What follows belongs to an exercise in optimizing a design on an open flow for small area and a short achievable clock period; a production flow would make more cautious choices. RTL that was checked went through simulation tests only; none was proved equivalent to the original. Function not checked in run 3: the RTL went through the layout flow alone.

==> flow/design.v, too long to show whole: its modules and the start of the top module <==
// module rs_syn2: 1911 lines
// module reel_block_rx: 113 lines
module reel_block_rx (
  input  wire        clk,
  input  wire        rst,
  input  wire [39:0] in_data,
  input  wire        in_valid,
  output reg  [39:0] out_data,
  output reg         out_valid,
  output reg         stat_valid,
  output reg         stat_hdr_ok,
  output reg  [7:0]  stat_blk,
  output reg  [7:0]  stat_seq,
  output reg         stat_clean_a,
  output reg         stat_clean_b
);
  // ...
==> flow/run.sh <==
#!/bin/bash
# synth_recipe.tcl (not shown) runs the flow's synth.tcl, then flattens the netlist and writes it again
# the make line also repeats each setting of config.mk as NAME=value (left out here)
make -C /OpenROAD-flow-scripts/flow DESIGN_CONFIG=/design/flow/config.mk WORK_HOME=/design/flow/orfs CLKGATE_MAP_FILE= SYNTH_SCRIPT=/design/flow/synth_recipe.tcl finish
==> flow/config.mk <==
export PLATFORM = sky130hd
export DESIGN_NAME = reel_block_rx
export DESIGN_NICKNAME = reel_block_rx
export VERILOG_FILES = /design/flow/design.v
export SDC_FILE = /design/flow/constraint.sdc
export NUM_CORES = 4
export LEC_CHECK = 0
export CAP_MARGIN = 20
export CORE_MARGIN = 2
export CORE_UTILIZATION = 40
export SETUP_SLACK_MARGIN = 4.5
export SLEW_MARGIN = 20
==> flow/constraint.sdc <==
create_clock -name core_clock -period 7.0 [get_ports {clk}]
set_input_delay 1.4000 -clock core_clock [delete_from_list [all_inputs] [get_ports {clk}]]
set_output_delay 1.4000 -clock core_clock [all_outputs]
set_load 0.01 [all_outputs]
==> summary.txt, run 1 <==
met1 layer usage reported by global route=36.9%; area share of the largest cell type after synthesis=between 40% and 50%; CTS max path bufs=3; met2 Use GR=slightly above 40%; Crit path max-delay family=XOR/XNOR gates; Ant. Diodes=1; global-route wire length before repair=~350 mm; post-route setup slack=3.80 ns; metal2 WL=113 mm; die footprint=~190000 µm²; cell depth of the worst hold path=2; clock-pin transition on the worst setup and hold timing paths=0.06 ns; initial antenna violation count=0; YS warnings=2; # hold bufs at CTS=0; Critical Path Start Type=flip-flop; Worst R2R Path Depth=10; reg2reg setup slack=3.80 ns; status=timing/DRC/antenna clean; CP Capture Type=flip-flop; WP buf/inv=1; Multi-input comb cells=5070; data required time at the worst endpoint=7.62 ns; DRT met1 WL=107 mm; Post-synth EDFFs=996; TritonCTS buffer count=138; GP Congestion=0.901; WHS=0.417 ns; Commonest cells post-synth=xnor2_1 (2778), edfxtp_1 (996), nor2_1 (861); placed cell count=9023; top flop regs=scr (58), out_data (28), crc0 (16); layout cells sized above 1=between 10% and 20%; top cell category=multi-input gates; chip height=434 µm
==> inputs of run 2 (changes only) <==
--- a/flow/config.mk
+++ b/flow/config.mk
@@ -8,5 +8,4 @@
 export CAP_MARGIN = 20
 export CORE_MARGIN = 2
 export CORE_UTILIZATION = 40
-export SETUP_SLACK_MARGIN = 4.5
 export SLEW_MARGIN = 20
==> run 2 against run 1 <==
Against the previous run:
- still clean
- global-route usage fell by 0.74 points
- synthesized cell count did not move
- register-to-register slack got worse by 1.1 ns
- hold slack improved by 0.010 ns
- die area did not move
- design area fell by 2.9%
==> summary.txt, run 2 <==
post-layout util=roughly 45%; Async SR Flop Fraction=0%; leading register cell type out of synthesis=edfxtp_1; max cap viols=0; layout cells sized above 1=5.67% (-4.6 points); commonest non-fill, non-tap cells in the layout=xnor2_1 (2769), edfxtp_1 (996), nor2_1 (861), xor2_1 (706), nor4_1 (229); Syn Nets=6721; post-cts resize count=0; Buffers on Ports=103; # rows=157; Final Critical Period=roughly 4.3 ns; Final Max Tran Viols=0; sequential share of the synthesized area=around 45%; Commonest cells post-synth=xnor2_1 (2778), edfxtp_1 (996), nor2_1 (861); Post CTS Setup Buffer Count=0; Hold Path Class=reg2reg; global-route wire length before repair=345 mm (-2.3%); Post-DP Area=78000 µm²; top post-synthesis cells by area=edfxtp_1 (41%), xnor2_1 (33%), xor2_1 (8.6%); Worst-Margin Slew=1.33 ns; Root Buffer=clkbuf_16; commonest non-fill, non-tap cell in the layout=xnor2_1; Cell Area, Synth=73800 µm²; GP Congestion=0.901 (about the same); later-pin clock latency in the skew report=roughly 0.80 ns; nets=~6800; Final Hold Fails=0; boundary pin count=104; chip height=434 µm (unchanged); CP Capture Type=flip-flop; post-route ant nets=0; WS Path Type=reg2reg; crit path max fanout=between 80 and 90; vias per cell=5.21; post-route setup slack=2.69 ns (-1.11 ns); drt pass-1 iters=6; DRT Wirelength=241 mm; # setup viols final=0; area share of the largest cell type after synthesis=40.5% (unchanged); count leader, synth=xnor2_1; TritonCTS buffer count=140 (+1.4%); RSZ-0062 raised after global routing=no; CP peak stage delay=0.95 ns; CP arrival=4.78 ns; CTS HTree Levels=4; Fmax=around 0.23 GHz; Routed wire per std cell=approximately 26 µm; status=timing/DRC/antenna clean; TNS Setup=0 ns; Post-synth EDFFs=996 (unchanged); die footprint=188000 µm² (unchanged); vias in the first global route=approximately 48000; final instance area=82300 µm²; Area growth, synth to finish=11.5%; Via Count=48300; post-DP HPWL=166 mm; YS warnings=2 (unchanged); data required time at the worst endpoint=7.47 ns (-0.15 ns); GR Overflow Total=0; initial antenna violation count=3 (+3); clk sinks=~1200; largest net degree at the start of global routing=217; CTS max path bufs=3 (unchanged); final cycle utilization of the critical path=61.6%; core area=around 180000 µm²; CP max-delay cell=dfxtp_4; Slew headroom=10.5%; critical path, cell by cell=buf_4 > buf_4 > buf_4 > nor2_1 > xnor2_1; pre-CTS setup slack=2.74 ns; # hold bufs at CTS=0 (unchanged); Mapped Cells=6646; Initial Util=approximately two fifths; GRT Total Usage=roughly a quarter; Die W=434 µm; Seq cells post-synth=about 1200; Synth cell types=43; cell mode on critical path=buf_4; # DRC=0; Starting DRT DRC Count=5505; Syn Area/Cell=11.1 µm²; clock skew=0.0470 ns; clock-pin transition on the worst setup and hold timing paths=0.06 ns (about the same); Reg with most FFs=scr; top flop regs=scr (58), out_data (28), crc0 (16); area leader, netlist=edfxtp_1; max FFs per register=58; Critical Path Start Type=flip-flop; CTS tree=built
-- run 2: cell counts after synthesis --
Identical to the previous run, type by type.
-- run 2: layer usage --
metal / wire, µm / vias up / GRT usage [%]
li1: - / 21700 / -
met1: 104000 / 24400 / 35.1
met2: 113000 / 1885 / 41.0
met3: 16200 / 328 / 3.43
met4: 7110 / 2 / 7.50
met5: 13 / - / 0
-- run 2: final cells by class --
class | instances | area (µm²)
antenna | 2 | 5.00
timing repair buffer | 243 | 2160
clock buffer | 189 | 3820
tap | 2464 | 3080
sequential | 1168 | 33400
fill | 17100 | 101000
clock inverter | 55 | 437
multi-input combinational | 5069 | 39100
inverter | 81 | 304
-- run 2: kinds of logic (layout without fill, tap and decap cells) --
family | Yosys count | after routing | synth area share (%)
buffers and inverters | 409 | 568 | 2.15
other | 0 | 2 | 0
and+or+nand+nor | 1417 | 1417 | 9.02
adders and majority gates | 32 | 32 | 0.543
muxes | 1 | 1 | 0.0136
AOI/OAI and AO/OA | 94 | 94 | 0.795
xor gates and xnor gates | 3525 | 3525 | 42.3
DFF | 1168 | 1168 | 45.2
-- run 2: worst max-delay path: cells and delay by family (launching register included) --
family / cells / cell delay [ns]
DFF: 1 / 0.95
xor gates and xnor gates: 1 / 0.17
buffers and inverters: 3 / 2.47
and+or+nand+nor: 1 / 0.14
-- run 2: through the flow --
step	hold slack, ns	std cells
2_1_floorplan	0.404	6646
3_3_place_gp	0.421	9024
3_5_place_dp	0.427	9024
4_1_cts	0.435	9268
5_1_grt	0.446	9270
6_report	0.428	9271
-- run 2: final timing paths --
kind	slack (ns)	end	depth (start not counted)	start
worst max-delay path	2.69	u_syn_b.s33[2]$_DFFE_PP_	5	pw0$_DFF_P_
worst max register to register	2.69	u_syn_b.s33[2]$_DFFE_PP_	5	pw0$_DFF_P_
worst min register to register	0.43	end_pending$_SDFF_PP0_	2	plast$_DFF_P_
worst min-delay path	0.43	end_pending$_SDFF_PP0_	2	plast$_DFF_P_
==> module reel_block_rx, before the edit <==
module reel_block_rx (
  input  wire        clk,
  input  wire        rst,
  input  wire [39:0] in_data,
  input  wire        in_valid,
  output reg  [39:0] out_data,
  output reg         out_valid,
  output reg         stat_valid,
  output reg         stat_hdr_ok,
  output reg  [7:0]  stat_blk,
  output reg  [7:0]  stat_seq,
  output reg         stat_clean_a,
  output reg         stat_clean_b
);
  localparam [47:0] CLAPPER  = 48'hF3A6_0C59_D21E;
  localparam [57:0] SCR_INIT = 58'h2C5_9A37_E1D0_64BB;
  function [15:0] crc16_40(input [15:0] c_in, input [39:0] bits);
    integer i;
    reg [15:0] c;
    reg        fb;
    begin
      c = c_in;
      for (i = 39; i >= 0; i = i - 1) begin
        fb = c[15] ^ bits[i];
        c  = {c[14:0], 1'b0} ^ (fb ? 16'h1021 : 16'h0000);
      end
      crc16_40 = c;
    end
  endfunction
  function [97:0] scramble40(input [57:0] s_in);
    integer i;
    reg [57:0] s;
    reg [39:0] ks;
    reg        f;
    begin
      s = s_in;
      for (i = 39; i >= 0; i = i - 1) begin
        f     = s[57] ^ s[38];
        ks[i] = f;
        s     = {s[56:0], f};
      end
      scramble40 = {s, ks};
    end
  endfunction
  localparam [97:0] SCR_W2 = scramble40(SCR_INIT);
  localparam [57:0] SCR2   = SCR_W2[97:40];
  wire take = in_valid && !rst;
  reg [8:0]  word;      
  reg [57:0] scr;
  wire [97:0] scr_adv = scramble40(scr);
  always @(posedge clk) begin
    if (rst) begin
      word <= 9'd0;
      scr  <= 58'd0;
    end else if (in_valid) begin
      if (word == 9'd447) begin
        word <= 9'd0;
        scr  <= 58'd0;
      end else begin
        word <= word + 9'd1;
        scr  <= (word == 9'd1) ? SCR2 : scr_adv[97:40];
      end
    end
  end
  wire [39:0] plain = in_data ^ scr[39:0];
  reg        pv, pw0, pw1, plast;
  always @(posedge clk) begin
    out_data  <= plain;
    pv        <= take;
    pw0       <= (word == 9'd0);
    pw1       <= (word == 9'd1);
    plast     <= (word == 9'd447);
    out_valid <= take && (word >= 9'd2) && (word < 9'd424);
  end
  reg [15:0] crc0;      
  reg        clap0;     
  wire [15:0] crc_in  = pw0 ? 16'hFFFF : crc0;
  wire [15:0] crc_out = crc16_40(crc_in, out_data);
  always @(posedge clk) begin
    if (pv && pw0) begin
      crc0  <= crc_out;
      clap0 <= (out_data == CLAPPER[47:8]);
    end
    if (pv && pw1) begin
      stat_hdr_ok <= clap0 && (out_data[39:32] == CLAPPER[7:0]) && (crc_out == 16'd0);
      stat_blk    <= out_data[31:24];
      stat_seq    <= out_data[23:16];
    end
  end
  wire zero_a, zero_b;
  rs_syn2 u_syn_a (
    .clk(clk), .en(pv), .first(pw0),
    .d_hi(plain[39:30]), .d_lo(plain[19:10]), .zero(zero_a)
  );
  rs_syn2 u_syn_b (
    .clk(clk), .en(pv), .first(pw0),
    .d_hi(plain[29:20]), .d_lo(plain[9:0]), .zero(zero_b)
  );
  reg end_pending;
  always @(posedge clk) begin
    if (rst) begin
      end_pending <= 1'b0;
      stat_valid  <= 1'b0;
    end else begin
      end_pending <= pv && plast;
      stat_valid  <= end_pending;
    end
    if (end_pending) begin
      stat_clean_a <= zero_a;
      stat_clean_b <= zero_b;
    end
  end
endmodule
==> inputs of run 3 (changes only) <==
--- a/flow/design.v
+++ b/flow/design.v
@@ -1985,18 +1985,23 @@
   end
   reg [15:0] crc0;      
   reg        clap0;     
-  wire [15:0] crc_in  = pw0 ? 16'hFFFF : crc0;
-  wire [15:0] crc_out = crc16_40(crc_in, out_data);
+  reg [15:0] crc1;      
+  reg        clap1;     
+  reg [7:0]  blk_r, seq_r;
   always @(posedge clk) begin
     if (pv && pw0) begin
-      crc0  <= crc_out;
+      crc0  <= crc16_40(crc16_40(16'hFFFF, out_data), 40'd0);
       clap0 <= (out_data == CLAPPER[47:8]);
     end
     if (pv && pw1) begin
-      stat_hdr_ok <= clap0 && (out_data[39:32] == CLAPPER[7:0]) && (crc_out == 16'd0);
-      stat_blk    <= out_data[31:24];
-      stat_seq    <= out_data[23:16];
+      crc1  <= crc0 ^ crc16_40(16'h0000, out_data);
+      clap1 <= clap0 && (out_data[39:32] == CLAPPER[7:0]);
+      blk_r <= out_data[31:24];
+      seq_r <= out_data[23:16];
     end
+    stat_hdr_ok <= clap1 && (crc1 == 16'd0);
+    stat_blk    <= blk_r;
+    stat_seq    <= seq_r;
   end
   wire zero_a, zero_b;
   rs_syn2 u_syn_a (
@@ -2016,9 +2021,7 @@
       end_pending <= pv && plast;
       stat_valid  <= end_pending;
     end
-    if (end_pending) begin
-      stat_clean_a <= zero_a;
-      stat_clean_b <= zero_b;
-    end
+    stat_clean_a <= zero_a;
+    stat_clean_b <= zero_b;
   end
 endmodule
--- a/flow/config.mk
+++ b/flow/config.mk
@@ -8,4 +8,5 @@
 export CAP_MARGIN = 20
 export CORE_MARGIN = 2
 export CORE_UTILIZATION = 40
+export SETUP_SLACK_MARGIN = 4.5
 export SLEW_MARGIN = 20
==> run 3 against run 2 <==
Against the previous run:
- still clean on timing, DRC and antenna
- global-route usage rose by 0.36 points
- via count grew 3.4%
- clock-buffer cell count up 19
- final cell count up 4.0%
- design area grew 7.6%
- routed wire length up 5.0%
- highest routed layer is now met4
==> summary.txt, run 3 <==
status=timing/DRC/antenna clean; layout cells sized above 1=11.7% (+6.1 points); TNS Setup=0 ns (unchanged); placed cell count=9175 (+1.7%); post-layout util=47.1% (+2.2 points); met1 layer usage reported by global route=34.9% (-0.20 points); Critical Path Start Type=flip-flop; post-DP HPWL=168 mm (+1.6%); commonest non-fill, non-tap cells in the layout=xnor2_1 (2735), edfxtp_1 (1010), nor2_1 (839), xor2_1 (658), nor4_1 (222); chip height=440 µm (+1.4%); DRT Wirelength=253 mm (+5.0%); area share of the largest cell type after synthesis=39.9% (-0.59 points); top post-synthesis cells by area=edfxtp_1 (40%), xnor2_1 (32%), xor2_1 (8.3%); final instance area=88600 µm² (+7.6%); Final Max Tran Viols=0 (unchanged); CTS tree=built; Compound-Gate Fraction of Synth Area=0.649% (-0.15 points); crit path max fanout=4 (-96%); Mapped Cells=6768 (+1.8%); # rows=159 (+1.3%); met3 usage=2.87% (-0.55 points); area leader, netlist=edfxtp_1; later-pin clock latency in the skew report=0.81 ns (about the same); GR Overflow Total=0 (unchanged); count leader, synth=xnor2_1; clock-pin transition on the worst setup and hold timing paths=0.06 ns (about the same); GP Congestion=0.889 (-1.3%); Syn Area/Cell=11.2 µm² (+1.1%); Syn Nets=6843 (+1.8%); Initial Util=40.4% (+0.090 points); vias per cell=5.17 (-0.65%); pre-CTS setup slack=2.86 ns (+0.117 ns); boundary pin count=104 (unchanged); post-route ant nets=0 (unchanged); sequential share of the synthesized area=45.0% (-0.23 points); drt pass-1 iters=6 (unchanged); Die W=440 µm (+1.4%); final cycle utilization of the critical path=55.4% (-6.2 points); Final Hold Fails=0 (unchanged); Commonest cells post-synth=xnor2_1 (2803), edfxtp_1 (1010), nor2_1 (840); Seq cells post-synth=1201 (+2.8%); Synth Area in Adders=0.555% (+0.013 points); WS Path Type=reg2reg; Post-Synth Simple-Gate Area=9.03% (+0.011 points); Post-synth EDFFs=1010 (+1.4%); Buffers on Ports=103 (unchanged); GRT Total Usage=25.7% (+0.36 points); combinational family with the most area after synthesis=XOR/XNOR gates; commonest non-fill, non-tap cell in the layout=xnor2_1; Area growth, synth to finish=16.7%; max cap viols=0 (unchanged); Async SR Flop Fraction=0% (unchanged); vias in the first global route=48800 (+2.2%); core area=188000 µm² (+2.7%); Final Critical Period=3.88 ns (-0.435 ns); Root Buffer=clkbuf_16; initial antenna violation count=9 (+6); global-route wire length before repair=360 mm (+4.3%); CP arrival=4.41 ns (-0.37 ns); nets=7060 (+4.2%); post-route setup slack=3.12 ns (+0.435 ns); CTS max path bufs=3 (unchanged); global-route layer with the greatest usage=met2; # DRC=0 (unchanged); top flop regs=scr (58), out_data (28); WHS=0.342 ns (-0.0853 ns); clk sinks=1201 (+2.8%); Starting DRT DRC Count=5168 (-6.1%); Fmax=0.258 GHz (+11%); Worst-Margin Slew=1.21 ns (-0.123 ns); clock skew=0.0368 ns (-0.0102 ns); YS warnings=2 (unchanged); CP Capture Type=flip-flop; Hold Path Class=reg2reg; Slew headroom=19.0% (+8.6 points); Final Non-Filler Cells=9646 (+4.0%); TritonCTS buffer count=147 (+5.0%); Post-DP Area=80500 µm² (+3.2%); # setup viols final=0 (unchanged); die footprint=193000 µm² (+2.9%); CTS HTree Levels=4 (unchanged); mux cell area share after synthesis=0.0148% (+0.0013 points); leading register cell type out of synthesis=edfxtp_1; data required time at the worst endpoint=7.54 ns (+0.07 ns); largest net degree at the start of global routing=209 (-3.7%); max FFs per register=58 (unchanged); Via Count=49900 (+3.4%); met2 Use GR=41.9% (+0.88 points); RSZ-0062 raised after global routing=yes; XOR/XNOR Fraction of Synth Area=42.6% (+0.36 points); Reg with most FFs=scr; Routed wire per std cell=26.2 µm (+0.96%); Cell Area, Synth=75900 µm² (+2.9%); Synth cell types=40 (-7.0%)
## run 3: cell count changes in the layout (fill, tap and decap cells not counted), moves of 34 or more
cell | before | now
xnor2_4 | 1 | 35
xnor2_2 | 12 | 48
buf_4 | 132 | 207
clkdlybuf4s50_1 | 102 | 40
xnor2_1 | 2769 | 2735
xor2_1 | 706 | 658
diode_2 | 2 | 50
buf_6 | 0 | 96
## run 3: repair_timing
| item | 4_1_cts | 5_1_grt |
|---|---|---|
| setup buffers | 108 | 42 |
| pin swaps | 51 | 36 |
| setup endpoints to repair | 763 | 695 |
| hold buffers | 0 | 0 |
| gates resized for setup | 575 | 106 |
| gates cloned | 4 | 2 |
## run 3: worst paths after layout
check,slack [ns],cells after the start,end,startpoint
setup / recovery,3.12,12,crc0[2]$_DFFE_PP_,u_syn_a.rh8[2]$_DFF_P_
hold / removal,0.34,0,stat_seq[7]$_DFF_P_,seq_r[7]$_DFFE_PP_
setup reg to reg,3.12,12,crc0[2]$_DFFE_PP_,u_syn_a.rh8[2]$_DFF_P_
hold reg to reg,0.34,0,stat_seq[7]$_DFF_P_,seq_r[7]$_DFFE_PP_
## run 3: cell families (layout without fill, tap and decap cells)
logic type / after synthesis / after routing
adders and majority gates: 34 / 34
muxes: 1 / 1
and+or+nand+nor: 1431 / 1431
buffers and inverters: 415 / 748
DFF: 1201 / 1201
xor gates and xnor gates: 3593 / 3593
AOI/OAI and AO/OA: 93 / 93
other: 0 / 50
## run 3: area by class of cell
| type | count | area (µm²) |
|---|---|---|
| Antenna cell | 50 | 125 |
| Clock buffer | 208 | 4180 |
| Clock inverter | 57 | 492 |
| Fill cell | 17300 | 99600 |
| Inverter | 84 | 315 |
| Multi-Input combinational cell | 5152 | 41900 |
| Sequential cell | 1201 | 34300 |
| Tap cell | 2495 | 3120 |
| Timing Repair Buffer | 399 | 4130 |
## run 3: metal layers
layer  wire length [µm]  vias to the layer above  part of all wire (%)
met1             107000                    25200                    42
met3              15800                      360                   6.3
met5                  0                        -                     0
met4              10500                        0                   4.2
li1                   -                    22500                     -
met2             119000                     1885                    47
## run 3: critical path, stage by stage, from the launching register on
cell and delay (ns):
dfxtp_4 0.37, xnor3_2 0.43, buf_6 0.14, xor2_4 0.17
xnor3_2 0.47, buf_6 0.15, xor2_4 0.15, xor3_2 0.39
xnor3_2 0.50, inv_2 0.06, maj3_2 0.31, mux2_4 0.31
xor2_1 0.15
==> inputs of run 4 (changes only) <==
--- a/flow/design.v
+++ b/flow/design.v
@@ -1983,22 +1983,29 @@
     plast     <= (word == 9'd447);
     out_valid <= take && (word >= 9'd2) && (word < 9'd424);
   end
+  localparam [15:0] CRC_FF = crc16_40(16'hFFFF, 40'd0);
+  reg [15:0] bw;        
+  reg        qv0, qv1;  
   reg [15:0] crc0;      
   reg        clap0;     
   reg [15:0] crc1;      
   reg        clap1;     
   reg [7:0]  blk_r, seq_r;
   always @(posedge clk) begin
-    if (pv && pw0) begin
-      crc0  <= crc16_40(crc16_40(16'hFFFF, out_data), 40'd0);
+    bw  <= crc16_40(16'h0000, out_data);
+    qv0 <= pv && pw0;
+    qv1 <= pv && pw1;
+    if (pv && pw0)
       clap0 <= (out_data == CLAPPER[47:8]);
-    end
     if (pv && pw1) begin
-      crc1  <= crc0 ^ crc16_40(16'h0000, out_data);
       clap1 <= clap0 && (out_data[39:32] == CLAPPER[7:0]);
       blk_r <= out_data[31:24];
       seq_r <= out_data[23:16];
     end
+    if (qv0)
+      crc0 <= crc16_40(CRC_FF ^ bw, 40'd0);
+    if (qv1)
+      crc1 <= crc0 ^ bw;
     stat_hdr_ok <= clap1 && (crc1 == 16'd0);
     stat_blk    <= blk_r;
     stat_seq    <= seq_r;
--- a/flow/config.mk
+++ b/flow/config.mk
@@ -5,8 +5,9 @@
 export SDC_FILE = /design/flow/constraint.sdc
 export NUM_CORES = 4
 export LEC_CHECK = 0
+export ABC_AREA = 1
 export CAP_MARGIN = 20
 export CORE_MARGIN = 2
 export CORE_UTILIZATION = 40
-export SETUP_SLACK_MARGIN = 4.5
+export SETUP_SLACK_MARGIN = 4.0
 export SLEW_MARGIN = 20
==> run 4 against run 3 <==
Against the previous run:
- clock skew up 0.0057 ns
- sequential cell count up 18
- clock-buffer cell count down 12
- critical path type unchanged
- first-iteration DRC count up 45%
==> summary.txt, run 4 <==
# rows=162 (+1.9%); CP max-delay cell=nor4_1; placed cell count=10700 (+17%); Area growth, synth to finish=11.8%; Buffers on Ports=103 (unchanged); CTS max path bufs=3 (unchanged); commonest non-fill, non-tap cells in the layout=xor2_1 (1559), nand2_1 (1303), edfxtp_1 (1010), xnor2_1 (942), inv_1 (520); area leader, netlist=edfxtp_1; vias in the first global route=55400 (+14%); CTS tree=built; Seq cells post-synth=1219 (+1.5%); Final Hold Fails=0 (unchanged); clock-pin transition on the worst setup and hold timing paths=0.06 ns (about the same); CP arrival=3.63 ns (-0.78 ns); Commonest cells post-synth=xor2_1 (1562), nand2_1 (1303), edfxtp_1 (1010); top post-synthesis cells by area=edfxtp_1 (39%), xor2_1 (18%), xnor2_1 (11%); Mapped Cells=8256 (+22%); post-layout util=44.9% (-2.2 points); Cell Area, Synth=78100 µm² (+2.8%); Synth cell types=43 (+7.5%); Crit path max-delay family=simple AND/OR/NAND/NOR gates; die footprint=199000 µm² (+2.8%); Fmax=0.337 GHz (+30%); largest net degree at the start of global routing=170 (-19%); Async SR Flop Fraction=0% (unchanged); global-route wire length before repair=375 mm (+4.1%); RSZ-0062 raised after global routing=no; core area=194000 µm² (+3.3%); Reg with most FFs=scr; max cap viols=0 (unchanged); Routed wire per std cell=23.6 µm (-9.9%); leading register cell type out of synthesis=edfxtp_1; later-pin clock latency in the skew report=0.83 ns (+0.02 ns); final instance area=87300 µm² (-1.5%); chip height=446 µm (+1.4%); initial antenna violation count=6 (-3); commonest non-fill, non-tap cell in the layout=xor2_1; area of the multi-input gates=40500 µm² (-3.5%); Final Max Tran Viols=0 (unchanged); sequential share of the synthesized area=44.2% (-0.76 points); CP Capture Type=flip-flop; boundary pin count=104 (unchanged); Die W=446 µm (+1.4%); Hold Path Class=reg2reg; critical path, cell by cell=nor4_1 > nand4_1 > nor4_1 > nand2_1 > nor3_1; Via Count=59500 (+19%); GR Overflow Total=0 (unchanged); Final Non-Filler Cells=11000 (+14%); Slew headroom=11.5% (-7.5 points); CP peak stage delay=1.02 ns (+0.52 ns); # DRC=0 (unchanged); count leader, synth=xor2_1; Syn Nets=8331 (+22%); area share of the largest cell type after synthesis=38.8% (-1.1 points); Critical Path Start Type=flip-flop; WS Path Type=reg2reg; Starting DRT DRC Count=7476 (+45%); layout cells sized above 1=11.3% (-0.38 points); drt pass-1 iters=8 (+2); Fillers=18100 (+4.9%); cell mode on critical path=nor4_1; CTS HTree Levels=4 (unchanged); # hold bufs at CTS=0 (unchanged); Final Critical Period=2.97 ns (-0.906 ns); register area=34600 µm² (+0.91%); WHS=0.318 ns (-0.0244 ns); clk sinks=1219 (+1.5%); top flop regs=scr (58), out_data (28); Post-synth EDFFs=1010 (unchanged); Post-DP Area=82300 µm² (+2.2%); Worst-Margin Slew=1.32 ns (+0.105 ns); YS warnings=2 (unchanged); max FFs per register=58 (unchanged); final cycle utilization of the critical path=42.4% (-13 points); Root Buffer=clkbuf_16; # setup viols final=0 (unchanged); clock skew=0.0425 ns (+0.00572 ns); GP Congestion=0.933 (+4.9%); nets=8418 (+19%); DRT Wirelength=260 mm (+2.8%); WP buf/inv=0 (-3); GRT Total Usage=25.4% (-0.25 points); Initial Util=40.2% (-0.19 points); post-DP HPWL=179 mm (+6.4%); vias per cell=5.40 (+4.4%); crit path max fanout=3 (-1); TritonCTS buffer count=142 (-3.4%); Syn Area/Cell=9.46 µm² (-16%); post-route ant nets=0 (unchanged); status=timing/DRC/antenna clean; data required time at the worst endpoint=7.66 ns (+0.12 ns)
==> run 4: cell types whose count changed in the layout (fill, tap and decap cells not counted), moves of 438 or more <==
cell | previous run | this run
inv_1 | 82 | 520
nand2_1 | 12 | 1303
nand3_1 | 11 | 479
nor2_1 | 839 | 167
xor2_1 | 658 | 1559
xnor2_1 | 2735 | 942
==> run 4: cell type report <==
class,count,area share [%]
Timing Repair Buffer,245,2.61
Clock buffer,196,4.64
Inverter,540,2.35
Antenna cell,3,0.00860
Clock inverter,66,0.705
Multi-Input combinational cell,6195,46.4
Tap cell,2542,3.64
Sequential cell,1219,39.7
==> run 4: path summary, 6_finish.rpt <==
| check | to | slack, ns | cells past startpoint | start |
|---|---|---|---|---|
| worst min-delay path | stat_blk[7]$_DFF_P_ | 0.32 | 0 | blk_r[7]$_DFFE_PP_ |
| worst min register to register | stat_blk[7]$_DFF_P_ | 0.32 | 0 | blk_r[7]$_DFFE_PP_ |
| worst max-delay path | stat_clean_a$_DFF_P_ | 4.03 | 5 | u_syn_a.s25[1]$_DFFE_PP_ |
| worst max register to register | stat_clean_a$_DFF_P_ | 4.03 | 5 | u_syn_a.s25[1]$_DFFE_PP_ |
==> run 4: repair_timing <==
item                                    4_1_cts  5_1_grt
gates cloned                                  2        0
buffers inserted                             11        1
gates resized for setup                     186       10
endpoints found under the setup margin      111       89
==> run 4: cells by family after synthesis <==
| group | after synthesis | share of synthesized area [%] |
|---|---|---|
| simple gates | 2706 | 16.4 |
| xor+xnor | 2536 | 28.6 |
| flops | 1219 | 44.2 |
| compound gates | 921 | 6.00 |
| buf+inv | 842 | 4.28 |
| fa+ha+maj | 32 | 0.513 |
==> run 4: worst register-to-register path: cells and delay by family (launching register included) <==
kind,cells,cell delay [ns]
and+or+nand+nor,5,2.42
DFF,1,0.42
==> run 4: layer usage <==
metal | routed length [µm] | vias to the layer above | global-route usage [%]
met4 | 8510 | 4 | 8.22
met5 | 26 | - | 0
met3 | 25300 | 410 | 4.62
met1 | 111000 | 28700 | 35.9
met2 | 115000 | 2922 | 39.2
li1 | - | 27500 | -
==> run 4: through the flow <==
| stage | TNS (ns) | worst slack (ns) |
|---|---|---|
| final | 0 | 4.03 |
| after global routing | 0 | 4.00 |
| after CTS | 0 | 3.92 |
| after detailed placement | 0 | 3.30 |
| after global placement | 0 | 2.91 |
| after floorplan | -309.69 | -0.793 |
==> inputs of run 5 (changes only) <==
--- a/flow/config.mk
+++ b/flow/config.mk
@@ -5,7 +5,6 @@
 export SDC_FILE = /design/flow/constraint.sdc
 export NUM_CORES = 4
 export LEC_CHECK = 0
-export ABC_AREA = 1
 export CAP_MARGIN = 20
 export CORE_MARGIN = 2
 export CORE_UTILIZATION = 40
==> run 5 against run 4 <==
Against the previous run:
- utilization is 0.32 points higher
- register-to-register slack better by 0.07 ns
- clock skew hardly changed
- die area is 3.3% lower
- critical endpoint is now out_data[12]
- sequential cell count stayed put
- setup slack better by 0.027 ns
- non-clock buffer count is 19 higher
- critical path depth is 4 lower
- highest routed layer unchanged
- hold slack better by 0.0012 ns
- global-route usage is 0.47 points lower
==> summary.txt, run 5 <==
Post-synth EDFFs=1010 (unchanged); Async SR Flop Fraction=0% (unchanged); YS warnings=2 (unchanged); area of the multi-input gates=39600 µm² (-2.1%); Crit path max-delay family=flip-flops; initial antenna violation count=7 (+1); Worst-Margin Slew=1.18 ns (-0.131 ns); Critical Path Start Type=flip-flop; area leader, netlist=edfxtp_1; largest net degree at the start of global routing=171 (+0.59%); CTS tree=built; sequential share of the synthesized area=45.7% (+1.5 points); WS Path Type=reg2out; Synth cell types=39 (-9.3%); final cycle utilization of the critical path=42.1% (-0.38 points); WP buf/inv=1 (+1); Root Buffer=clkbuf_16; Via Count=49400 (-17%); Slew headroom=20.5% (+9.0 points); leading register cell type out of synthesis=edfxtp_1; die footprint=192000 µm² (-3.3%); commonest non-fill, non-tap cell in the layout=xnor2_1; TNS Setup=0 ns (unchanged); Hold Path Class=reg2reg; placed cell count=9150 (-15%); Mapped Cells=6748 (-18%); Seq cells post-synth=1219 (unchanged); Syn Area/Cell=11.2 µm² (+18%); status=timing/DRC/antenna clean; Fillers=17300 (-4.3%); Final Hold Fails=0 (unchanged); crit path max fanout=4 (+1); critical path, cell by cell=dlygate4sd2_1; GP Congestion=0.896 (-3.9%); CP max-delay cell=dfxtp_2; drt pass-1 iters=5 (-3); RSZ-0062 raised after global routing=no; clk sinks=1219 (unchanged); GR Overflow Total=0 (unchanged); # hold bufs at CTS=0 (unchanged); # setup viols final=0 (unchanged); count leader, synth=xnor2_1; Die W=438 µm (-1.7%); later-pin clock latency in the skew report=0.83 ns (about the same); # DRC=0 (unchanged); Cell Area, Synth=75500 µm² (-3.3%); Initial Util=40.2% (+0.067 points); max cap viols=0 (unchanged); max FFs per register=58 (unchanged); vias per cell=5.24 (-3.1%); Fmax=0.340 GHz (+0.91%); clock skew=0.0426 ns (+0.0000855 ns); GRT Total Usage=24.9% (-0.47 points); CP arrival=1.54 ns (-2.09 ns); pre-CTS setup slack=3.20 ns (-0.0926 ns); Syn Nets=6823 (-18%); post-DP HPWL=165 mm (-8.0%); CTS HTree Levels=4 (unchanged); Starting DRT DRC Count=6039 (-19%); global-route wire length before repair=350 mm (-6.7%); Routed wire per std cell=25.8 µm (+9.4%); boundary pin count=104 (unchanged); Commonest cells post-synth=xnor2_1 (2788), edfxtp_1 (1010), nor2_1 (837); CTS max path bufs=3 (unchanged); top post-synthesis cells by area=edfxtp_1 (40%), xnor2_1 (32%), xor2_1 (8.7%); # rows=159 (-1.9%); CP Capture Type=output pin; area share of the largest cell type after synthesis=40.2% (+1.3 points); CP peak stage delay=0.42 ns (-0.60 ns); layout cells sized above 1=7.04% (-4.3 points); top flop regs=scr (58), out_data (28); core area=188000 µm² (-3.5%); post-route setup slack=4.06 ns (+0.0266 ns); Area growth, synth to finish=12.4%; register area=34600 µm² (about the same); chip height=438 µm (-1.7%); data required time at the worst endpoint=5.60 ns (-2.06 ns); TritonCTS buffer count=146 (+2.8%); commonest non-fill, non-tap cells in the layout=xnor2_1 (2779), edfxtp_1 (1010), nor2_1 (837), xor2_1 (732), nor4_1 (226); clock-pin transition on the worst setup and hold timing paths=0.06 ns (about the same); DRT Wirelength=244 mm (-6.2%); Reg with most FFs=scr; nets=6905 (-18%); Final Non-Filler Cells=9442 (-14%); post-layout util=45.2% (+0.32 points); post-route ant nets=0 (unchanged); Final Critical Period=2.94 ns (-0.0266 ns); vias in the first global route=48300 (-13%); Buffers on Ports=103 (unchanged); Final Max Tran Viols=0 (unchanged)
==> run 5: cell types whose count changed in the layout (fill, tap and decap cells not counted), sizes merged, moves of 23 or more <==
cell	delta
or2	-382
xor2	-815
nand3	-490
nand2b	+112
nor4	+53
xnor2	+1832
inv	-460
nor2b	+122
nor2	+668
a22oi	-23
o21ai	-378
a21oi	-430
nand2	-1378
==> run 5: layout make-up <==
class,count,area share (%)
antenna,3,0.00885
clock buffer,193,4.84
clock inverter,69,0.672
inverter,79,0.349
multi-input combinational,5120,46.7
sequential,1219,40.8
tap,2495,3.68
timing repair buffer,264,2.92
==> run 5: final timing paths <==
kind,startpoint,to,slack [ns],cells after the start
hold / removal,seq_r[5]$_DFFE_PP_,stat_seq[5]$_DFF_P_,0.32,0
hold reg to reg,seq_r[5]$_DFFE_PP_,stat_seq[5]$_DFF_P_,0.32,0
setup reg to reg,u_syn_b.rh8[3]$_DFF_P_,u_syn_b.s14[2]$_DFFE_PP_,4.10,6
setup / recovery,out_data[12]$_DFF_P_,out_data[12],4.06,1
==> run 5: cells by family after synthesis <==
family | count (synthesis) | synth area share, %
flip-flops | 1219 | 45.7
XOR/XNOR | 3568 | 41.9
AO/OA/AOI/OAI | 92 | 0.647
buffers and inverters | 410 | 2.13
AND/OR/NAND/NOR | 1427 | 9.09
adder cells (fa/ha/maj) | 32 | 0.531
==> run 5: what timing repair did <==
action	CTS	global route
pin swaps	0	1
gates cloned	3	1
setup endpoints to repair	68	44
gates resized for setup	163	8
endpoints found under the hold margin	0	0
buffers inserted	21	2
==> run 5: metrics by stage <==
stage / instance area [µm²] / hold slack [ns]
after CTS: 84800 / 0.320
after floorplan: 75500 / 0.323
after global placement: 79600 / 0.326
final: 84900 / 0.319
after global routing: 84800 / 0.339
after detailed placement: 79700 / 0.327
==> run 5: per-layer routing <==
metal,global-route usage [%],part of all wire (%)
met1,36.1,44
met2,37.8,44
met3,4.42,8.7
met4,7.41,2.9
met5,0,0.011
==> inputs of run 6 (changes only) <==
--- a/flow/config.mk
+++ b/flow/config.mk
@@ -8,5 +8,5 @@
 export CAP_MARGIN = 20
 export CORE_MARGIN = 2
 export CORE_UTILIZATION = 40
-export SETUP_SLACK_MARGIN = 4.0
+export SETUP_SLACK_MARGIN = 4.4
 export SLEW_MARGIN = 20
==> run 6 against run 5 <==
Against the previous run:
- still clean on timing, DRC and antenna
- setup slack better by 0.13 ns
- synthesized cell count stayed put
- clock-buffer cell count is 4 higher
- first-iteration DRC count is 2.5% lower
- sequential share of layout area is 0.38 points lower
- largest cell class unchanged
==> summary.txt, run 6 <==
top post-synthesis cells by area=edfxtp_1 (40%), xnor2_1 (32%), xor2_1 (8.7%); CTS max path bufs=3 (unchanged); vias per cell=5.21 (-0.58%); # rows=159 (unchanged); Reg with most FFs=scr; # DRC=0 (unchanged); clk sinks=1219 (unchanged); vias in the first global route=48500 (+0.42%); CP Capture Type=output pin; CP arrival=1.42 ns (-0.12 ns); Mapped Cells=6748 (unchanged); GR Overflow Total=0 (unchanged); Cell Area, Synth=75500 µm² (unchanged); Final Hold Fails=0 (unchanged); Root Buffer=clkbuf_16; later-pin clock latency in the skew report=0.82 ns (about the same); Via Count=49400 (-0.057%); boundary pin count=104 (unchanged); clock skew=0.0464 ns (+0.00381 ns); Worst R2R Path Depth=8 (+2); max cap viols=0 (unchanged); # setup viols final=0 (unchanged); CTS tree=built; TNS Setup=0 ns (unchanged); leading register cell type out of synthesis=edfxtp_1; cell depth of the worst hold path=0 (unchanged); Routed wire per std cell=25.7 µm (-0.34%); DRT Wirelength=244 mm (+0.19%); Hold Path Class=reg2reg; status=timing/DRC/antenna clean; data required time at the worst endpoint=5.60 ns (about the same); core area=188000 µm² (unchanged); Slew headroom=20.2% (-0.34 points); # hold bufs at CTS=0 (unchanged); Buffers on Ports=103 (unchanged); drt pass-1 iters=6 (+1); max FFs per register=58 (unchanged); Fmax=0.355 GHz (+4.5%); Seq cells post-synth=1219 (unchanged); RSZ-0062 raised after global routing=yes; Critical Path Start Type=flip-flop; global-route wire length before repair=350 mm (+0.10%); Final Critical Period=2.82 ns (-0.126 ns); chip height=438 µm (unchanged); area leader, netlist=edfxtp_1; Synth cell types=39 (unchanged); Worst-Margin Slew=1.19 ns (+0.00269 ns); clock-pin transition on the worst setup and hold timing paths=0.06 ns (about the same); GP Congestion=0.921 (+2.8%); Syn Area/Cell=11.2 µm² (unchanged); Area growth, synth to finish=13.7%; final cycle utilization of the critical path=40.3% (-1.8 points); area share of the largest cell type after synthesis=40.2% (unchanged); TritonCTS buffer count=144 (-1.4%); sequential share of the synthesized area=45.7% (unchanged); WS Path Type=reg2out; nets=6950 (+0.65%); Final Max Tran Viols=0 (unchanged); post-DP HPWL=167 mm (+0.98%); commonest non-fill, non-tap cell in the layout=xnor2_1; die footprint=192000 µm² (unchanged); top flop regs=scr (58), out_data (28); Die W=438 µm (unchanged); layout cells sized above 1=9.38% (+2.3 points); Async SR Flop Fraction=0% (unchanged); post-route ant nets=0 (unchanged); Commonest cells post-synth=xnor2_1 (2788), edfxtp_1 (1010), nor2_1 (837); YS warnings=2 (unchanged); Initial Util=40.2% (unchanged); crit path max fanout=2 (-2); CTS HTree Levels=4 (unchanged); count leader, synth=xnor2_1; largest net degree at the start of global routing=199 (+16%); Starting DRT DRC Count=5891 (-2.5%); initial antenna violation count=7 (unchanged); WHS=0.338 ns (+0.0192 ns); Syn Nets=6823 (unchanged); Post-synth EDFFs=1010 (unchanged); GRT Total Usage=24.9% (-0.069 points); commonest non-fill, non-tap cells in the layout=xnor2_1 (2752), edfxtp_1 (1010), nor2_1 (837), xor2_1 (713), nor4_1 (225)
-- run 6: per-stage QoR --
stage	instance area (µm²)	setup slack, ns	instances	util [%]
after floorplan	75500	-1.05	6748	-
final	85800	4.18	9492	45.7
after global placement	79700	3.51	9153	42.5
after detailed placement	79700	3.50	9153	42.5
after CTS	85200	4.13	9468	45.4
after global routing	85800	4.15	9492	45.7
-- run 6: cell type report --
type | count | area [µm²]
Tap cell | 2495 | 3120
Inverter | 79 | 297
Fill cell | 17200 | 102000
Clock buffer | 197 | 4040
Antenna cell | 1 | 2.50
Timing Repair Buffer | 312 | 2940
Multi-Input combinational cell | 5119 | 40100
Clock inverter | 70 | 604
Sequential cell | 1219 | 34700
-- run 6: final timing paths --
kind                            slack (ns)                    from             endpoint
worst min-delay path                  0.34      blk_r[0]$_DFFE_PP_  stat_blk[0]$_DFF_P_
worst max register to register        4.24    out_data[32]$_DFF_P_       bw[12]$_DFF_P_
worst max-delay path                  4.18  u_syn_a.rl9[6]$_DFF_P_         out_data[15]
worst min register to register        0.34      blk_r[0]$_DFFE_PP_  stat_blk[0]$_DFF_P_
-- run 6: repair_timing --
| action | CTS | global route |
|---|---|---|
| gates resized for setup | 452 | 61 |
| buffers inserted | 47 | 22 |
| pin swaps | 9 | 21 |
| cloned | 1 | 1 |
| endpoints found under the setup margin | 210 | 213 |
-- run 6: cells by family (layout without fill, tap and decap cells) --
kind of cell	Yosys count	in the layout	synth area share [%]
DFF	1219	1219	45.7
buffers and inverters	410	658	2.13
adders and majority gates	32	32	0.531
other	0	1	0
AOI/OAI and AO/OA	92	92	0.647
xor gates and xnor gates	3568	3568	41.9
and+or+nand+nor	1427	1427	9.09
-- run 6: metal layers --
layer  vias up  track usage (%)  wire length, µm
met4         4             7.21             6490
li1      22200                -                -
met2      2093             38.2           109000
met5         -                0               23
met3       314             4.27            20600
met1     24800             35.8           108000
-- run 6: critical path: stages, from the launching register on --
cell and delay, ns:
dfxtp_4 0.35, buf_12 0.13, buf_6 0.11
==> inputs of run 7 (changes only) <==
--- a/flow/config.mk
+++ b/flow/config.mk
@@ -7,6 +7,6 @@
 export LEC_CHECK = 0
 export CAP_MARGIN = 20
 export CORE_MARGIN = 2
-export CORE_UTILIZATION = 40
-export SETUP_SLACK_MARGIN = 4.4
+export CORE_UTILIZATION = 60
+export SETUP_SLACK_MARGIN = 4.2
 export SLEW_MARGIN = 20
==> run 7 against run 6 <==
Against the previous run:
- still clean on timing, DRC and antenna
- synthesized area unchanged
- sequential cell count is the same
- non-clock buffer count fell by 16
- sequential share of layout area up 0.93 points
- fmax decreased by 1.3%
- clock skew decreased by 0.015 ns
- via count increased by 1.4%
- final cell count fell by 9.2%
- hold slack improved by 0.0039 ns
- critical path type is now reg2reg
- critical endpoint is now stat_clean_b$_DFF_P_
==> summary.txt, run 7 <==
area share of the largest cell type after synthesis=40.2% (unchanged); critical path, cell by cell=inv_1 > ha_1 > nor4b_1 > nand4_1 > nor4_1 > nand4_1 > nor2_1; final cycle utilization of the critical path=40.8% (+0.51 points); status=timing/DRC/antenna clean; CTS HTree Levels=4 (unchanged); GRT Total Usage=36.2% (+11 points); commonest non-fill, non-tap cell in the layout=xnor2_1; CP Capture Type=flip-flop; Async SR Flop Fraction=0% (unchanged); Via Count=50100 (+1.4%); boundary pin count=104 (unchanged); GP Congestion=0.958 (+4.0%); WS Path Type=reg2reg; Fmax=0.350 GHz (-1.3%); vias per cell=5.81 (+12%); Crit path max-delay family=simple AND/OR/NAND/NOR gates; Syn Area/Cell=11.2 µm² (unchanged); # rows=130 (-18%); Root Buffer=clkbuf_16; CP max-delay cell=nor4_1; # setup viols final=0 (unchanged); clock skew=0.0314 ns (-0.0149 ns); data required time at the worst endpoint=7.71 ns (+2.11 ns); reg2reg setup slack=4.15 ns (-0.09 ns); global-route layer with the greatest usage=met1; Final Non-Filler Cells=8616 (-9.2%); # DRC=0 (unchanged); Reg with most FFs=scr; Fillers=9766 (-43%); HP Start=blk_r[1]$_DFFE_PP_; count leader, synth=xnor2_1; Post-synth EDFFs=1010 (unchanged); global-route wire length before repair=337 mm (-3.6%); Die W=359 µm (-18%); cell mode on critical path=nand4_1; RSZ-0062 raised after global routing=yes; Final Critical Period=2.85 ns (+0.0358 ns); max FFs per register=58 (unchanged); commonest non-fill, non-tap cells in the layout=xnor2_1 (2767), edfxtp_1 (1010), nor2_1 (837), xor2_1 (726), nor4_1 (227); Worst-Margin Slew=1.20 ns (+0.0111 ns); Area growth, synth to finish=11.0%; met2 Use GR=53.2% (+15 points); layout cells sized above 1=8.08% (-1.3 points); post-DP HPWL=160 mm (-3.8%); Critical Path Start Type=flip-flop; GR Overflow Total=0 (unchanged); CTS tree=built; core area=125000 µm² (-33%); TNS Setup=0 ns (unchanged); Worst R2R Path Depth=7 (-1); leading register cell type out of synthesis=edfxtp_1; Routed wire per std cell=27.3 µm (+6.0%); TritonCTS buffer count=140 (-2.8%); Ant. Diodes=0 (-1); Slew headroom=19.4% (-0.75 points); worst setup path start=u_syn_b.s25[5]$_DFFE_PP_; vias in the first global route=47800 (-1.4%); met1 layer usage reported by global route=55.0% (+19 points); Cell Area, Synth=75500 µm² (unchanged); Levels on crit path=7 (+5); largest net degree at the start of global routing=186 (-6.5%); CTS max path bufs=3 (unchanged); post-layout util=66.9% (+21 points); later-pin clock latency in the skew report=0.80 ns (-0.02 ns); Initial Util=60.3% (+20 points); Synth cell types=39 (unchanged); worst setup path endpoint=stat_clean_b$_DFF_P_; cell depth of the worst hold path=0 (unchanged); Starting DRT DRC Count=7505 (+27%); sequential share of the synthesized area=45.7% (unchanged); Final Hold Fails=0 (unchanged); post-route setup slack=4.15 ns (-0.0358 ns); crit path max fanout=3 (+1); nets=6930 (-0.29%); WP buf/inv=1 (-1); chip height=359 µm (-18%); CP arrival=3.56 ns (+2.14 ns); pre-CTS setup slack=3.16 ns (-0.341 ns); Mapped Cells=6748 (unchanged); area leader, netlist=edfxtp_1; initial antenna violation count=4 (-3); Hold Path Class=reg2reg; Buffers on Ports=103 (unchanged); YS warnings=2 (unchanged); Final Max Tran Viols=0 (unchanged); clk sinks=1219 (unchanged); max cap viols=0 (unchanged); Seq cells post-synth=1219 (unchanged); DRT Wirelength=235 mm (-3.8%); Commonest cells post-synth=xnor2_1 (2788), edfxtp_1 (1010), nor2_1 (837); top flop regs=scr (58), out_data (28); CP peak stage delay=0.93 ns (+0.58 ns); top post-synthesis cells by area=edfxtp_1 (40%), xnor2_1 (32%), xor2_1 (8.7%); post-route ant nets=0 (unchanged); Syn Nets=6823 (unchanged); placed cell count=8312 (-9.2%); clock-pin transition on the worst setup and hold timing paths=0.06 ns (about the same); Worst R2R Start=u_syn_b.s25[5]$_DFFE_PP_; critical register-to-register path endpoint=stat_clean_b$_DFF_P_; met3 usage=7.27% (+3.0 points); drt pass-1 iters=5 (-1); die footprint=129000 µm² (-33%)
## run 7: cell counts after synthesis
Identical to the previous run, type by type.
## run 7: worst min path at each step
stage and end:
6_report stat_blk[1]$_DFF_P_, 5_1_grt stat_blk[4]$_DFF_P_, 4_1_cts stat_blk[5]$_DFF_P_, 3_5_place_dp stat_blk[5]$_DFF_P_, 3_3_place_gp stat_seq[2]$_DFF_P_, 2_1_floorplan stat_blk[0]$_DFF_P_
## run 7: metrics by stage
step                instance area (µm²)  hold slack (ns)
floorplan                         75500            0.323
global placement                  78600            0.327
detailed placement                78700            0.329
CTS                               83600            0.342
global route                      83800            0.349
finish                            83800            0.342
## run 7: layout make-up
class | count | area [µm²] | share of cell area [%]
well taps | 1650 | 2060 | 2.46
multi-input cells | 5119 | 39800 | 47.5
inverters | 79 | 297 | 0.354
clock inverters | 67 | 468 | 0.558
clock buffers | 186 | 3940 | 4.70
repair buffers | 296 | 2580 | 3.08
flip-flops and latches | 1219 | 34700 | 41.4
## run 7: logic make-up after synthesis
| kind of cell | synth area share, % |
|---|---|
| xor+xnor | 41.9 |
| fa+ha+maj | 0.531 |
| buf+inv | 2.13 |
| simple gates | 9.09 |
| compound gates | 0.647 |
| flops | 45.7 |
## run 7: routing by layer
metal	vias up	routed length, µm
met1	25100	103000
met2	2610	103000
li1	22100	-
met4	2	4800
met3	286	24800
met5	-	11
## run 7: repair_timing
| item | 4_1_cts | 5_1_grt |
|---|---|---|
| hold endpoints to repair | 0 | 0 |
| setup buffers | 44 | 2 |
| cloned | 2 | 1 |
| setup endpoints to repair | 102 | 79 |
| pin swaps | 1 | 5 |
| gates resized for setup | 300 | 26 |
| hold buffers | 0 | 0 |
## run 7: worst register-to-register path, cell delays in order, from the launching register on
cell	delay [ns]
edfxtp_1	0.44
inv_1	0.09
ha_1	0.35
nor4b_1	0.37
nand4_1	0.28
nor4_1	0.93
nand4_1	0.18
nor2_1	0.14

-- afterwards: timing with drivers on the ports --
The results above use ideal ports. As a check the final layouts listed here were re-extracted and re-timed, cells and wires unchanged. Step 1, drivers: a clkbuf_16 drives clk and a buf_2 each remaining input, both assumed. Step 2 times the ports against the registers' clock, not the clock port: input delays grow and output delays shrink by t, the midpoint of the rising clock arrivals with the driver on. a / b / c = ideal / step 1 / step 2; a / b = the first two.
| run | t, ns | setup slack, ns | worst setup path after step 2 | worst data-port slew with drivers (ns) | pins driven straight from the clock port |
|---|---|---|---|---|---|
| run 1 | 0.871 | 3.797 / 3.797 / 3.786 | input to register | 0.06 | 1 |
| run 2 | 0.865 | 2.689 / 2.689 / 2.689 | register to register | 0.08 | 1 |
| run 3 | 0.883 | 3.124 / 3.124 / 3.124 | register to register | 0.04 | 1 |
| run 4 | 0.891 | 4.029 / 3.971 / 3.371 | input to register | 0.06 | 1 |
| run 5 | 0.901 | 4.056 / 3.964 / 3.410 | input to register | 0.07 | 1 |
| run 6 | 0.882 | 4.182 / 4.098 / 3.677 | input to register | 0.08 | 1 |
| run 7 | 0.858 | 4.146 / 4.146 / 3.610 | input to register | 0.05 | 1 |
After both steps every run listed still meets setup and hold. For run 4, which loses most, drivers alone change the setup slack by -0.058 ns; drivers and shift together by -0.658 ns.
